Source: an optimization exercise on an open RTL-to-GDS flow (aim: small area, a short achievable clock period and few clock cycles). Production flows keep margins and buffers that such runs may drop. In this exercise RTL edits were held to simulation tests only and were not proved equivalent to the original.

==> flow/design.v, too long to show whole: its modules and the start of the top module <==
// module resampler: 3950 lines
module resampler (
    input  wire        clk,
    input  wire        rst,         
    input  wire        cmd_valid,
    input  wire        cmd_op,      
    input  wire [23:0] cmd_x,       
    input  wire [31:0] cmd_t,       
    output wire        cmd_ready,
    output reg         out_valid,
    output reg  [23:0] out_y,       
    output reg         out_sat,
    output reg         out_err
);
  // ...
==> flow/flow/run.sh <==
#!/bin/bash
# The standard layout (the standard.sh: standard synthesis, then ORFS to
# finish), with one change: the buffers that global placement puts on every
# input and output port are sky130_fd_sc_hd__buf_4 instead of the cell
# buffer_ports picks by itself (a slow clkdlybuf4s50_1).
set -euo pipefail
export BUFFER_PORTS_ARGS="-buffer_cell sky130_fd_sc_hd__buf_4"
bash standard.sh synth > synth.log 2>&1
bash standard.sh > layout.log 2>&1
==> flow/standard.sh <==
#!/bin/bash
# synth_recipe.tcl (not shown) runs the flow's synth.tcl, then flattens the netlist and writes it again
# the make line also repeats each setting of config.mk as NAME=value (left out here)
make -C /OpenROAD-flow-scripts/flow DESIGN_CONFIG=/design/flow/config.mk WORK_HOME=/design/flow/orfs CLKGATE_MAP_FILE= SYNTH_SCRIPT=/design/flow/synth_recipe.tcl "${@:-finish}"
==> flow/config.mk <==
export PLATFORM = sky130hd
export DESIGN_NAME = resampler
export DESIGN_NICKNAME = resampler
export VERILOG_FILES = /design/flow/design.v
export SDC_FILE = /design/flow/constraint.sdc
export NUM_CORES = 4
export LEC_CHECK = 0
export CAP_MARGIN = 40
export CORE_MARGIN = 2
export CORE_UTILIZATION = 50
export PLACE_DENSITY = 0.65
export SLEW_MARGIN = 40
export SYNTH_MEMORY_MAX_BITS = 32768
==> flow/constraint.sdc <==
create_clock -name core_clock -period 24.0 [get_ports {clk}]
set_input_delay 4.8000 -clock core_clock [delete_from_list [all_inputs] [get_ports {clk}]]
set_output_delay 4.8000 -clock core_clock [all_outputs]
set_load 0.01 [all_outputs]
==> impl_metrics.env, run 1 <==
export IMPL_status="complete, no violations"
export IMPL_buffers=654
export IMPL_worst_slack_ns=17.59
export IMPL_worstSetupEndpointType="output pin"
export IMPL_clock_cell_area_share=0.04800
export IMPL_drt_met1_wl_um=303500
export IMPL_synth_top_family_by_area="adder cells"
export IMPL_die_x_um=611.7
export IMPL_final_cell_mix="1648 x inv_1, 1557 x a22oi_1, 1283 x edfxtp_1"
export IMPL_min_path_type="reg2reg"
export IMPL_synth_cell_types=108
export IMPL_largest_reg_flops=480
export IMPL_synthesis_area_mm2=0.1847
export IMPL_n_antenna_cell=79
export IMPL_cts_tree="done"
export IMPL_tightestPinTransition_ns=1.080
export IMPL_post_cts_buffers=0
export IMPL_layout_commonest_cell="inv_1"
export IMPL_route_met2_wl_um=337100
export IMPL_multi_input_area_share=0.5601
export IMPL_gp_congestion=1.072
export IMPL_worstPathRequired_ns=19.20
Testbench counts, summed over its fixed seeds: cycles 5,154.
==> inputs of run 2 (changes only) <==
--- a/flow/design.v
+++ b/flow/design.v
@@ -7,24 +7,25 @@
     input  wire [31:0] cmd_t,       
     output wire        cmd_ready,
     output reg         out_valid,
     output reg  [23:0] out_y,       
     output reg         out_sat,
     output reg         out_err
 );
     integer p, j, qa, qb, qc, qd, qe, qf;
-    reg        rdy;
+    reg        rdy;        
+    reg        rdy_n;      
     reg        c_v;
     reg        c_op;
     reg [23:0] c_x;
     reg [31:0] c_t;
     reg        cl;         
     assign cmd_ready = rdy;
-    wire take   = cmd_valid && rdy && !rst;
+    wire take   = cmd_valid && !rdy_n && !rst;
     wire c_push = c_v && !c_op;
     wire c_comp = c_v && c_op && !cl;      
     wire c_leave = c_push || c_comp;
     wire push_dec = c_push;                 
     localparam SP = 4;    
     reg [23:0] hx  [0:15+SP];
     reg [31:0] ht  [0:15];
     reg [15:0] vld;
@@ -183,20 +184,22 @@
             c_op <= cmd_op;
             c_x  <= cmd_x;
             c_t  <= cmd_t;
         end
         if (rst) begin
             c_v <= 1'b0;
             cl  <= 1'b0;
             rdy <= 1'b1;
+            rdy_n <= 1'b0;
         end else begin
-            c_v <= rdy ? take : (c_v && !c_leave);
+            c_v <= !rdy_n ? take : (c_v && !c_leave);
             cl  <= c_comp;
             rdy <= !stuck_n && !danger;
+            rdy_n <= stuck_n || danger;
         end
     end
     reg        r_v, r_ph, r_err;
     reg [3:0]  r_pos;
     wire [9:0]  mq_w  = mq_ph ? (10'd512 - {1'b0, mq_mu[8:0]}) : {1'b0, mq_mu[8:0]};
     wire [12:0] mq_we = {2'b00, mq_w, 1'b0};
     reg  [5:0]  r_bn, r_bo, r_bt;
     always @(posedge clk) begin
@@ -1603,20 +1606,20 @@
     wire [4:0] i_xi0 = i1_ph ? ({1'b0, i1_pos} + 5'd0 - 5'd3) : ({1'b0, i1_pos} + 5'd4);
     wire [4:0] i_xi1 = i1_ph ? ({1'b0, i1_pos} + 5'd1 - 5'd3) : ({1'b0, i1_pos} + 5'd3);
     wire [4:0] i_xi2 = i1_ph ? ({1'b0, i1_pos} + 5'd2 - 5'd3) : ({1'b0, i1_pos} + 5'd2);
     wire [4:0] i_xi3 = i1_ph ? ({1'b0, i1_pos} + 5'd3 - 5'd3) : ({1'b0, i1_pos} + 5'd1);
     reg [23:0] i_xv0, i_xv1, i_xv2, i_xv3;
     always @(*) begin
         i_xv0 = 24'd0; i_xv1 = 24'd0; i_xv2 = 24'd0; i_xv3 = 24'd0;
         for (j = 0; j <= 15 + SP; j = j + 1) begin
-            if (i_xi0 == j[4:0]) i_xv0 = hx[j];
-            if (i_xi1 == j[4:0]) i_xv1 = hx[j];
-            if (i_xi2 == j[4:0]) i_xv2 = hx[j];
-            if (i_xi3 == j[4:0]) i_xv3 = hx[j];
+            if (j >= 0 && j <= 19 && i_xi0 == j[4:0]) i_xv0 = hx[j];
+            if (j >= 1 && j <= 18 && i_xi1 == j[4:0]) i_xv1 = hx[j];
+            if (j >= 2 && j <= 17 && i_xi2 == j[4:0]) i_xv2 = hx[j];
+            if (j >= 3 && j <= 16 && i_xi3 == j[4:0]) i_xv3 = hx[j];
         end
     end
     reg [23:0] i_x0r;
     reg [23:0] i_x1r;
     reg [23:0] i_x2r;
     reg [23:0] i_x3r;
     reg i_v, i_ph, i_err;
     always @(posedge clk) begin
==> flow/config.mk (replaced) <==
export PLATFORM = sky130hd
export DESIGN_NAME = resampler
export DESIGN_NICKNAME = resampler
export VERILOG_FILES = /design/flow/design.v
export SDC_FILE = /design/flow/constraint.sdc
export NUM_CORES = 4
export LEC_CHECK = 0
export CAP_MARGIN = 40
export CORE_MARGIN = 2
export CORE_UTILIZATION = 60
export PLACE_DENSITY = 0.72
export SLEW_MARGIN = 40
export SYNTH_MEMORY_MAX_BITS = 32768
==> run 2 against run 1 <==
  * Still clean
  * Clock skew is 0.061 ns lower
  * Wire length shrank 5.9%
  * Area after synthesis down 1.3%
  * Global-route usage grew 6.2 points
  * Clock-buffer cell count fell by 22
  * Critical path depth unchanged
  * Sequential cell count grew 1
  * Critical endpoint unchanged
==> impl_metrics.env, run 2 <==
export IMPL_status="complete, no violations"
export IMPL_reg_largest_list="hx: 480 flops, ht: 416 flops"
export IMPL_gp_congestion=1.143
export IMPL_wirelength_um=758500
export IMPL_critPathKind="reg2out"
export IMPL_layout_commonest_cell="inv_1"
export IMPL_clock_sinks=2429
export IMPL_max_stage_delay_ns=0.38
export IMPL_ant_nets=0
export IMPL_finalInstanceArea_mm2=0.1975
export IMPL_synth_top_area_share=0.2113
export IMPL_ff2ff_path_depth=9
export IMPL_finalCriticalPeriod_ns=6.244
export IMPL_start_util=0.6028
export IMPL_cp_top_family="flip-flops"
export IMPL_fp_dieH_um=555.3
export IMPL_cap_violations=0
export IMPL_drtPass1Iterations=17
export IMPL_rows=202
export IMPL_worstReg2RegEnd="r_d3[11]"
export IMPL_hold_ws_ns=0.3268
export IMPL_r2r_setup_slack_ns=17.99
export IMPL_vias_per_cell=7.146
export IMPL_core_mm2=0.3025
export IMPL_cts_clk_slew_worst_paths_ns=0.06
export IMPL_drc=0
export IMPL_synth_compound_area_frac=0.2014
export IMPL_final_cell_mix="1681 x inv_1, 1486 x a22oi_1, 1283 x edfxtp_1"
export IMPL_largest_reg_flops=480
export IMPL_worstSetupEndpointType="output pin"
export IMPL_slowest_stage="dfxtp_1"
export IMPL_grt_usage=0.4842
export IMPL_dpl_hpwl_um=534100
export IMPL_cts_tree="done"
export IMPL_async_flop_share=0
export IMPL_synth_fa_ha_area_frac=0.2156
export IMPL_layout_nets=20520
export IMPL_setup_tns_final_ns=0
export IMPL_fmax_ghz=0.1602
export IMPL_netlist_instances=18460
export IMPL_largest_register="hx"
export IMPL_root_buffer="clkbuf_16"
export IMPL_avgSynthCellArea_um2=9.881
export IMPL_grt_max_degree=170
export IMPL_clockBufferDepth=4
export IMPL_post_cts_resized=0
export IMPL_overflow=0
export IMPL_path_buf_inv=1
export IMPL_ys_seq_area_frac=0.3371
export IMPL_cts_buffers=270
export IMPL_numPortBuffers=87
export IMPL_synthTopCellsByArea="edfxtp_1 21%, fa_1 14%, dfxtp_1 13%"
export IMPL_dp_worst_setup_slack_ns=17.54
export IMPL_cp_cell_sequence="buf_4"
export IMPL_reg2reg_from="mq_o[2]"
export IMPL_htreeDepth=5
export IMPL_cp_data_arrival_time_ns=1.44
export IMPL_clk_latency_ns=0.99
export IMPL_synthMuxAreaShare=0.01751
export IMPL_ys_ff_latch=2429
export IMPL_rsz0062_at_grt="false"
export IMPL_synth_edf_count=1283
export IMPL_synth_top_family_by_area="adder cells"
export IMPL_placed_area_mm2=0.1880
export IMPL_synth_top_cells_by_count="1685 x inv_1, 1486 x a22oi_1, 1283 x edfxtp_1"
export IMPL_vias=159500
export IMPL_wl_per_cell_um=33.98
export IMPL_crit_fanout=1
export IMPL_worstPathRequired_ns=19.20
export IMPL_synth_cell_types=115
export IMPL_synthSimpleGateAreaFrac=0.08561
export IMPL_fillers=23590
export IMPL_synthesis_area_mm2=0.1824
export IMPL_worstHoldEndpoint="i1_ph"
export IMPL_yosysMostFrequentCell="inv_1"
export IMPL_synth_xor_area_frac=0.08150
export IMPL_slew_violations=0
export IMPL_maxSlewHeadroom=0.1403
export IMPL_grt_pass1_wl_um=1090000
export IMPL_drive_gt1_frac=0.07619
export IMPL_hp_start="r_ph"
export IMPL_worst_slack_ns=17.76
export IMPL_fin_crit_sh=0.2602
export IMPL_post_cts_buffers=0
export IMPL_antenna_found_initial=78
export IMPL_min_path_cells=0
export IMPL_setup_viol_count_final=0
export IMPL_dieArea_mm2=0.3084
export IMPL_syn_to_final_growth_pct=8.318
export IMPL_die_x_um=555.3
export IMPL_synth_ff_type="edfxtp_1"
export IMPL_synth_nets=20910
export IMPL_grt_pass1_vias=155700
export IMPL_hold_viol_final=0
export IMPL_skew_ns=0.08241
export IMPL_ctsHoldBuffers=0
export IMPL_ioPinCount=88
export IMPL_netlist_top_cell_by_area="edfxtp_1"
export IMPL_drt_iter0_drc=25860
export IMPL_min_path_type="reg2reg"
export IMPL_tightestPinTransition_ns=1.281
export IMPL_startpoint_type="flip-flop"
export IMPL_yosys_warnings=3
run 2: cell count changes after synthesis, sizes merged, moves of 34 or more:
cell / previous run / this run
and3: 100 / 136
a21o: 196 / 278
nor3: 243 / 190
o21ai: 920 / 823
o221ai: 29 / 72
mux2i: 405 / 292
o22ai: 177 / 113
nor2: 991 / 955
a22oi: 1558 / 1486
nand4: 207 / 167
a211oi: 115 / 170
inv: 1662 / 1696
run 2: cell type report:
cell class / instances / area [um2] / area share
Multi-Input combinational cell: 13070 / 110700 / 0.5604
Sequential cell: 2429 / 61600 / 0.3119
Clock buffer: 357 / 7553 / 0.03824
Inverter: 1703 / 6409 / 0.03244
Tap cell: 3978 / 4977 / 0.02520
Timing Repair Buffer: 591 / 4628 / 0.02343
Clock inverter: 132 / 1499 / 0.007588
Antenna cell: 64 / 160.2 / 0.0008108
run 2: worst max path at each step:
| stage | endpoint | from | cells past startpoint |
|---|---|---|---|
| after CTS | cmd_ready | rdy | 1 |
| after floorplan | rdy | c_op | 14 |
| after global placement | rdy_n | rst | 7 |
| after global routing | cmd_ready | rdy | 1 |
| after detailed placement | rdy_n | rst | 7 |
| final | cmd_ready | rdy | 1 |
run 2: cells by family after synthesis:
group	after synthesis
flip-flops	2429
buffers and inverters	2956
AND/OR/NAND/NOR	3333
multiplexers	315
AO/OA/AOI/OAI	5334
adder cells (fa/ha/maj)	2392
XOR/XNOR	1697
run 2: through the flow:
stage,utilization,cells
floorplan,-,18460
global placement,0.6199,21760
detailed placement,0.6216,21770
CTS,0.6515,22250
global route,0.6526,22290
finish,0.6529,22330
run 2: layer usage:
| layer | global-route usage | up-vias | part of all wire |
|---|---|---|---|
| li1 | - | 65690 | - |
| met1 | 0.5756 | 77200 | 0.34 |
| met2 | 0.7037 | 12820 | 0.42 |
| met3 | 0.1876 | 3773 | 0.14 |
| met4 | 0.3711 | 58 | 0.099 |
| met5 | 0.01328 | - | 0.00085 |
Testbench counts of run 2, summed over its fixed seeds: cycles 5,154.
==> inputs of run 3 (changes only) <==
==> flow/flow/run.sh (replaced) <==
#!/bin/bash
# The standard layout (the standard.sh: standard synthesis, then ORFS to
# finish), with two changes, each in its own step:
#  - the buffers that global placement puts on every input and output port
#    are sky130_fd_sc_hd__buf_4 instead of the cell buffer_ports picks by
#    itself (a slow clkdlybuf4s50_1);
#  - after the floorplan, the flip-flops that drive the output ports get the
#    strongest drive of their cell (dfxtp_4), see upsize_out.tcl.
# Each step's full output goes to a log file of its own in this folder.
set -euo pipefail
export BUFFER_PORTS_ARGS="-buffer_cell sky130_fd_sc_hd__buf_4"
RESULTS=orfs/results/${FLOW_PLATFORM}/resampler/base
bash standard.sh synth > synth.log 2>&1
bash standard.sh floorplan > floorplan.log 2>&1
LIB=${FLOW_HOME}/platforms/${FLOW_PLATFORM}/lib/sky130_fd_sc_hd__tt_025C_1v80.lib \
ODB=${RESULTS}/2_floorplan.odb \
  openroad -no_init -exit flow/upsize_out.tcl > upsize.log 2>&1
bash standard.sh > layout.log 2>&1
==> flow/flow/upsize_out.tcl (new file) <==
# Gives the flip-flops that drive the output ports the strongest drive of their
# cell (sky130_fd_sc_hd__dfxtp_1/2 -> dfxtp_4), before placement.
read_liberty $::env(LIB)
read_db $::env(ODB)
set n 0
foreach port [get_ports -filter "direction == output"] {
  set net [get_nets [get_full_name $port]]
  foreach src [get_pins -of_objects $net -filter "direction == output"] {
    set ff [get_cells -of_objects $src]
    set master [get_property $ff ref_name]
    if {[string match "sky130_fd_sc_hd__dfxtp_*" $master] && $master ne "sky130_fd_sc_hd__dfxtp_4"} {
      replace_cell $ff sky130_fd_sc_hd__dfxtp_4
      incr n
    }
  }
}
puts "upsized $n flip-flops that drive output ports"
write_db $::env(ODB)
==> run 3 against run 2 <==
  * Still clean
  * Clock skew hardly changed
  * Global-route usage is 0.86 points lower
  * First-iteration DRC count is 0.31% higher
  * Sequential cell count stayed put
  * Largest cell class unchanged
  * Highest routed layer unchanged
==> impl_metrics.env, run 3 <==
export IMPL_numPortBuffers=87
export IMPL_cts_buffers=271
export IMPL_grt_max_degree=112
export IMPL_synth_nets=20910
export IMPL_dieArea_mm2=0.3084
export IMPL_gp_congestion=1.147
export IMPL_ctsHoldBuffers=0
export IMPL_htreeDepth=5
export IMPL_setup_viol_count_final=0
export IMPL_ioPinCount=88
export IMPL_cap_violations=0
export IMPL_fin_crit_sh=0.2580
export IMPL_grt_usage=0.4756
export IMPL_startpoint_type="flip-flop"
export IMPL_reg_largest_list="hx: 480 flops, ht: 416 flops"
export IMPL_worstSetupEndpointType="output pin"
export IMPL_synth_top_family_by_area="adder cells"
export IMPL_synth_xor_area_frac=0.08150
export IMPL_wl_per_cell_um=33.37
export IMPL_cts_clk_slew_worst_paths_ns=0.06
export IMPL_yosys_warnings=3
export IMPL_synth_ff_type="edfxtp_1"
export IMPL_netlist_top_cell_by_area="edfxtp_1"
export IMPL_die_x_um=555.3
export IMPL_fmax_ghz=0.1615
export IMPL_ys_ff_latch=2429
export IMPL_synth_edf_count=1283
export IMPL_r2r_setup_slack_ns=18.18
export IMPL_vias_per_cell=7.076
export IMPL_synthMuxAreaShare=0.01751
export IMPL_tightestPinTransition_ns=1.228
export IMPL_wirelength_um=745800
export IMPL_maxSlewHeadroom=0.1706
export IMPL_layout_commonest_cell="inv_1"
export IMPL_min_path_cells=0
export IMPL_setup_tns_final_ns=0
export IMPL_root_buffer="clkbuf_16"
export IMPL_async_flop_share=0
export IMPL_syn_to_final_growth_pct=8.424
export IMPL_yosysMostFrequentCell="inv_1"
export IMPL_rows=202
export IMPL_vias=158100
export IMPL_ff2ff_path_depth=12
export IMPL_final_cell_mix="1681 x inv_1, 1486 x a22oi_1, 1283 x edfxtp_1"
export IMPL_clockBufferDepth=4
export IMPL_avgSynthCellArea_um2=9.881
export IMPL_drtPass1Iterations=13
export IMPL_post_cts_buffers=0
export IMPL_slew_violations=0
export IMPL_post_cts_resized=0
export IMPL_synthSimpleGateAreaFrac=0.08561
export IMPL_fp_dieH_um=555.3
export IMPL_fin_util=0.6536
export IMPL_cp_cell_sequence="buf_4"
export IMPL_overflow=0
export IMPL_hp_start="i_ph"
export IMPL_synthTopCellsByArea="edfxtp_1 21%, fa_1 14%, dfxtp_1 13%"
export IMPL_ant_nets=0
export IMPL_synthesis_area_mm2=0.1824
export IMPL_grt_pass1_vias=153800
export IMPL_worstHoldEndpoint="x1_ph"
export IMPL_clock_sinks=2429
export IMPL_cp_top_family="flip-flops"
export IMPL_grt_pass1_wl_um=1072000
export IMPL_worstPathRequired_ns=19.20
export IMPL_worstReg2RegEnd="r_h3[16]"
export IMPL_drc=0
export IMPL_netlist_instances=18460
export IMPL_reg2reg_from="mq_o[3]"
export IMPL_start_util=0.6028
export IMPL_synth_compound_area_frac=0.2014
export IMPL_largest_reg_flops=480
export IMPL_largest_register="hx"
export IMPL_slowest_stage="dfxtp_4"
export IMPL_skew_ns=0.08236
export IMPL_antenna_found_initial=74
export IMPL_dpl_hpwl_um=529300
export IMPL_drive_gt1_frac=0.07891
export IMPL_path_buf_inv=1
export IMPL_max_stage_delay_ns=0.33
export IMPL_finalCriticalPeriod_ns=6.193
export IMPL_clk_latency_ns=0.95
export IMPL_cts_tree="done"
export IMPL_critPathKind="reg2out"
export IMPL_drt_iter0_drc=25940
export IMPL_hold_viol_final=0
export IMPL_core_mm2=0.3025
export IMPL_rsz0062_at_grt="false"
export IMPL_crit_fanout=1
export IMPL_cp_data_arrival_time_ns=1.39
export IMPL_layout_nets=20520
export IMPL_synth_top_cells_by_count="1685 x inv_1, 1486 x a22oi_1, 1283 x edfxtp_1"
export IMPL_min_path_type="reg2reg"
export IMPL_synth_cell_types=115
export IMPL_synth_top_area_share=0.2113
export IMPL_status="complete, no violations"
export IMPL_ys_seq_area_frac=0.3371
export IMPL_synth_fa_ha_area_frac=0.2156
run 3: final cells by class:
cell class                 instances  area, um2
antenna                           84      210.2
fill                           23530     104800
timing repair buffer             590       4548
multi-input combinational      13070     110700
sequential                      2429      61720
clock inverter                   130       1520
clock buffer                     363       7617
tap                             3978       4977
inverter                        1703       6410
run 3: routing by layer:
metal / track usage / part of all wire / vias up
met3: 0.1817 / 0.14 / 3774
met4: 0.3652 / 0.099 / 50
met1: 0.5701 / 0.35 / 75940
met5: 0.01641 / 0.00089 / -
met2: 0.6870 / 0.41 / 12670
li1: - / - / 65710
run 3: worst max path at each step:
stage / startpoint / to / slack (ns) / cells after the start
6_report: out_valid / out_valid / 17.81 / 1
5_1_grt: rdy / cmd_ready / 17.77 / 1
4_1_cts: rdy / cmd_ready / 17.77 / 1
3_5_place_dp: rst / rdy_n / 17.58 / 7
3_3_place_gp: rst / rdy_n / 17.58 / 7
2_1_floorplan: c_op / rdy / 8.37 / 14
run 3: kinds of logic (layout without fill, tap and decap cells):
kind of cell             after synthesis  after routing
adder cells (fa/ha/maj)             2392           2392
buffers and inverters               2956           2786
other                                  0             84
multiplexers                         315            315
flip-flops                          2429           2429
AND/OR/NAND/NOR                     3333           3333
AO/OA/AOI/OAI                       5334           5334
XOR/XNOR                            1697           1697
run 3: stage by stage:
step	cells	hold slack (ns)	worst slack (ns)	instance area (um2)
after global routing	22300	0.3257	17.77	197600
after detailed placement	21760	0.3145	17.58	188100
final	22350	0.3227	17.81	197700
after floorplan	18460	0.3096	8.365	182400
after global placement	21760	0.3111	17.58	187700
after CTS	22260	0.3287	17.77	197300

[afterwards: timing with drivers on the ports]
No port has a modelled driver above. Below, the same layouts with a new extraction and two added sets of constraints.
Step 1 (the two cells are an assumption about what drives the block):
set clk [get_ports {clk}]
set_driving_cell -lib_cell sky130_fd_sc_hd__clkbuf_16 $clk
set_driving_cell -lib_cell sky130_fd_sc_hd__buf_2 [delete_from_list [all_inputs] $clk]
Step 2, shift: input delay + t, output delay - t, t = (earliest + latest rising clock arrival at the registers) / 2. This alone moves slack from input paths to output paths.
a / b / c = ideal / step 1 / step 2; a / b = the first two.
| run | t, ns | setup slack, ns | worst setup path after step 2 | latest minus earliest clock arrival (ns) |
|---|---|---|---|---|
| run 1 | 1.068 | 17.592 / 17.466 / 17.585 | input to register | 0.148 / 0.148 |
| run 2 | 1.060 | 17.756 / 17.635 / 17.379 | input to register | 0.100 / 0.100 |
| run 3 | 1.022 | 17.807 / 17.690 / 17.530 | input to register | 0.094 / 0.093 |
After both steps every run listed still meets setup and hold. The setup slack of run 2, which loses most, moves by -0.121 ns with the drivers and by -0.377 ns with both steps.
